What follows belongs to an exercise in optimizing a design on an open flow for small area, a short achievable clock period and few clock cycles per item; a production flow would make more cautious choices.
Where RTL was checked, it was by simulation tests only, not by an equivalence proof against the original.

Setup of east:
// qg_screen_lane
module qg_screen_lane (
    input  wire         clk,
    input  wire         rst,
    input  wire         in_valid,
    output wire         in_ready,
    input  wire [1:0]   in_fmt,         
    input  wire         in_grey3,       
    input  wire         in_two_rowsets,
    input  wire [7:0]   in_p0,          
    input  wire [7:0]   in_ph,          
    input  wire [7:0]   in_pv,          
    input  wire [7:0]   in_phv,         
    input  wire [15:0]  in_gain,        
    input  wire [111:0] in_theta,       
    input  wire [15:0]  in_mask,        
    input  wire [8:0]   in_share,       
    input  wire         in_zone,        
    input  wire [10:0]  in_k,           
    input  wire [10:0]  in_s,           
    input  wire [11:0]  in_dots2_map,   
    output reg          out_valid,
    output reg  [2:0]   out_logical,
    output reg  [2:0]   out_level,
    output reg          out_rowset,
    output reg          out_pick_b,
    output reg          out_clip
);
    assign in_ready = 1'b1;
    function gt16;
        input [15:0] a;
        input [15:0] b;
        integer i, w;
        reg [15:0] g, l;
        begin
            g = a & ~b;
            l = ~a & b;
            for (w = 1; w < 16; w = w * 2)
                for (i = 0; i < 16; i = i + 2 * w) begin
                    g[i] = g[i + w] | (~l[i + w] & g[i]);
                    l[i] = l[i + w] | (~g[i + w] & l[i]);
                end
            gt16 = g[0];
        end
    endfunction
    function [2:0] count7;
        input [6:0] f;
        reg s1, c1, s2, c2, s3, c3;
        begin
            s1 = f[0] ^ f[1] ^ f[2];
            c1 = (f[0] & f[1]) | (f[2] & (f[0] | f[1]));
            s2 = f[3] ^ f[4] ^ f[5];
            c2 = (f[3] & f[4]) | (f[5] & (f[3] | f[4]));
            s3 = s1 ^ s2 ^ f[6];
            c3 = (s1 & s2) | (f[6] & (s1 | s2));
            count7 = {(c1 & c2) | (c3 & (c1 | c2)), c1 ^ c2 ^ c3, s3};
        end
    endfunction
  ...
Size in the first run: ~220 flip-flops, ~240 I/O pins, roughly 20000 sq um of cells after synthesis.
export LEC_CHECK = 0
export CAP_MARGIN = 20
export CORE_MARGIN = 2
export CORE_UTILIZATION = 40
export PLACE_DENSITY = 0.6
export SLEW_MARGIN = 20
create_clock -name core_clock -period 48.0 [get_ports {clk}]
standard.sh (not shown) runs the stock make flow with config.mk's settings and CLKGATE_MAP_FILE= SYNTH_SCRIPT=/design/flow/synth_recipe.tcl, a recipe that flattens the netlist after the stock synthesis.
==> flow/flow/run.sh <==
#!/bin/bash
# Standard layout (standard.sh) with two changes: ABC maps with a delay
# target (flow/abc.script, through flow/synth.tcl), and ports get buf_2
# buffers instead of the default cell.
set -euo pipefail
W=$PWD
bash standard.sh finish SYNTH_SCRIPT=$W/flow/synth.tcl \
  "BUFFER_PORTS_ARGS=-buffer_cell sky130_fd_sc_hd__buf_2" SETUP_SLACK_MARGIN=37.3 > $W/standard.log 2>&1
==> flow/flow/abc.script <==
strash
dch
map -D 6000
buffer
upsize -D 6000
dnsize -D 6000
stime -p
==> flow/flow/synth.tcl <==
# synth_recipe.tcl with ABC's script swapped for flow/abc.script.
proc synth {args} { yosys synth -nofsm -noshare {*}$args }
set ::my_flow_dir [file dirname [file normalize [info script]]]
proc abc {args} {
  set i [lsearch -exact $args -script]
  if {$i >= 0} { set args [lreplace $args $i [expr {$i + 1}] -script $::my_flow_dir/abc.script] }
  set i [lsearch -exact $args -D]
  if {$i >= 0} { set args [lreplace $args $i [expr {$i + 1}]] }
  yosys abc {*}$args
}
source $::env(SCRIPTS_DIR)/synth.tcl
# left out here: clear keep_hierarchy, flatten, clean up, hide names made inside functions, write 1_2_yosys.v
east ended with every stage complete and zero timing, DRC or antenna violations.
Relative to east, the following input files were edited for west:
diff --git a/flow/flow/run.sh b/flow/flow/run.sh
--- a/flow/flow/run.sh
+++ b/flow/flow/run.sh
@@ -7,2 +7,2 @@
 bash standard.sh finish SYNTH_SCRIPT=$W/flow/synth.tcl \
-  "BUFFER_PORTS_ARGS=-buffer_cell sky130_fd_sc_hd__buf_2" SETUP_SLACK_MARGIN=37.3 > $W/standard.log 2>&1
+  "BUFFER_PORTS_ARGS=-buffer_cell sky130_fd_sc_hd__buf_2" SETUP_SLACK_MARGIN=36 > $W/standard.log 2>&1
--- outcome ---
- Re share of flip-flops with an asynchronous set or reset after synthesis: no difference whatsoever between west and east.
- The multi-input combinational cell count of east and that of west are within noise of each other.
- Of west and east, east shows the lower post-layout minimum cycle time, with west above it.
- The final layout from west, which completed every stage, passed the timing, design-rule and antenna checks at the end of the flow.
- met2 layer wire length in the routed design in west is 330 microns lower than in east
- Maximum single-stage delay on the critical path delta (east -> west): insignificant
Function was not checked in any run of this note: the RTL went through the layout flow alone.

========
## run 1
Another version of the RTL of qg_screen_lane (not shown whole).
Size in the first run: roughly 2300 cells after synthesis, roughly 19000 sq um of cells after synthesis.
export LEC_CHECK = 0
export CAP_MARGIN = 20
export CORE_MARGIN = 2
export CORE_UTILIZATION = 70
export CTS_BUF_LIST = sky130_fd_sc_hd__clkbuf_8
export PLACE_DENSITY = 0.85
export SLEW_MARGIN = 20
create_clock -name core_clock -period 48.0 [get_ports {clk}]
==> flow/flow/run.sh <==
#!/bin/bash
# Standard layout (standard.sh) with two changes: ABC maps with a delay
# target (flow/abc.script, through flow/synth.tcl), and ports get buf_2
# buffers instead of the default cell.
set -euo pipefail
W=$PWD
bash standard.sh finish SYNTH_SCRIPT=$W/flow/synth.tcl \
  "BUFFER_PORTS_ARGS=-buffer_cell sky130_fd_sc_hd__buf_1" SYNTH_ARGS=-noabc SETUP_SLACK_MARGIN=37.3 > $W/standard.log 2>&1
Scripts as last shown in full above: flow/flow/abc.script, flow/flow/synth.tcl
Testbench counts of run 1, summed over its fixed seeds: cycles 40,008, items 40,000.
For run 2, these inputs were changed with respect to run 1:
- CORE_UTILIZATION: 70 -> 60
- PLACE_DENSITY: 0.85 -> 0.75
## What came out
Going from run 1 to run 2, the final estimated routing congestion in global placement was found to have gone down by about 12%.
The synthesized area of run 2 and that of run 1 are within noise of each other.
Run 1 → run 2: final cell count without fillers climbed 37; period utilization saw a decrease; routed wire length fell about 16%.
For run 1, the critical path start-end classification was reg -> reg, unlike run 2, where it was reg -> out.
Run 2 ended up with dfxtp_1 as its slowest library cell on the worst path; run 1 ended up with fa_1.
Run comparison: run 1 uppermost signal routing layer after detailed routing met5; run 2 uppermost signal routing layer after detailed routing met4

==> separate check: timing with driven ports <==
Ports are ideal in the flow. The routed layouts listed here were re-timed in OpenROAD.
Step 1 (the two cells are an assumption about what drives the block):
set clk [get_ports {clk}]
set_driving_cell -lib_cell sky130_fd_sc_hd__clkbuf_16 $clk
set_driving_cell -lib_cell sky130_fd_sc_hd__buf_2 [delete_from_list [all_inputs] $clk]
Step 2 moves the port delays by t, midway between the first and last clock arrival at a register: inputs arrive t later, outputs are due t later. That takes back most of the time a late clock gives input paths.
a / b / c = no drivers / after step 1 / after step 2; a / b = the first two.
run | t (ns) | setup WS [ns] | hold slack, ns | slew at the worst register clock pin (ns)
east | 0.598 | 37.283 / 37.283 / 36.865 | 0.328 / 0.328 / 0.328 | 0.07 / 0.07
west | 0.598 | 36.530 / 36.530 / 36.530 | 0.328 / 0.328 / 0.328 | 0.06 / 0.06
run 1 | 0.641 | 37.139 / 37.139 / 36.840 | 0.346 / 0.346 / 0.346 | 0.08 / 0.08
run 2 | 0.635 | 37.346 / 37.294 / 36.840 | 0.329 / 0.329 / 0.329 | 0.07 / 0.07
After both steps setup and hold are still met in every run listed. For run 2, which loses most, drivers alone change the setup slack by -0.052 ns; drivers and shift together by -0.506 ns.
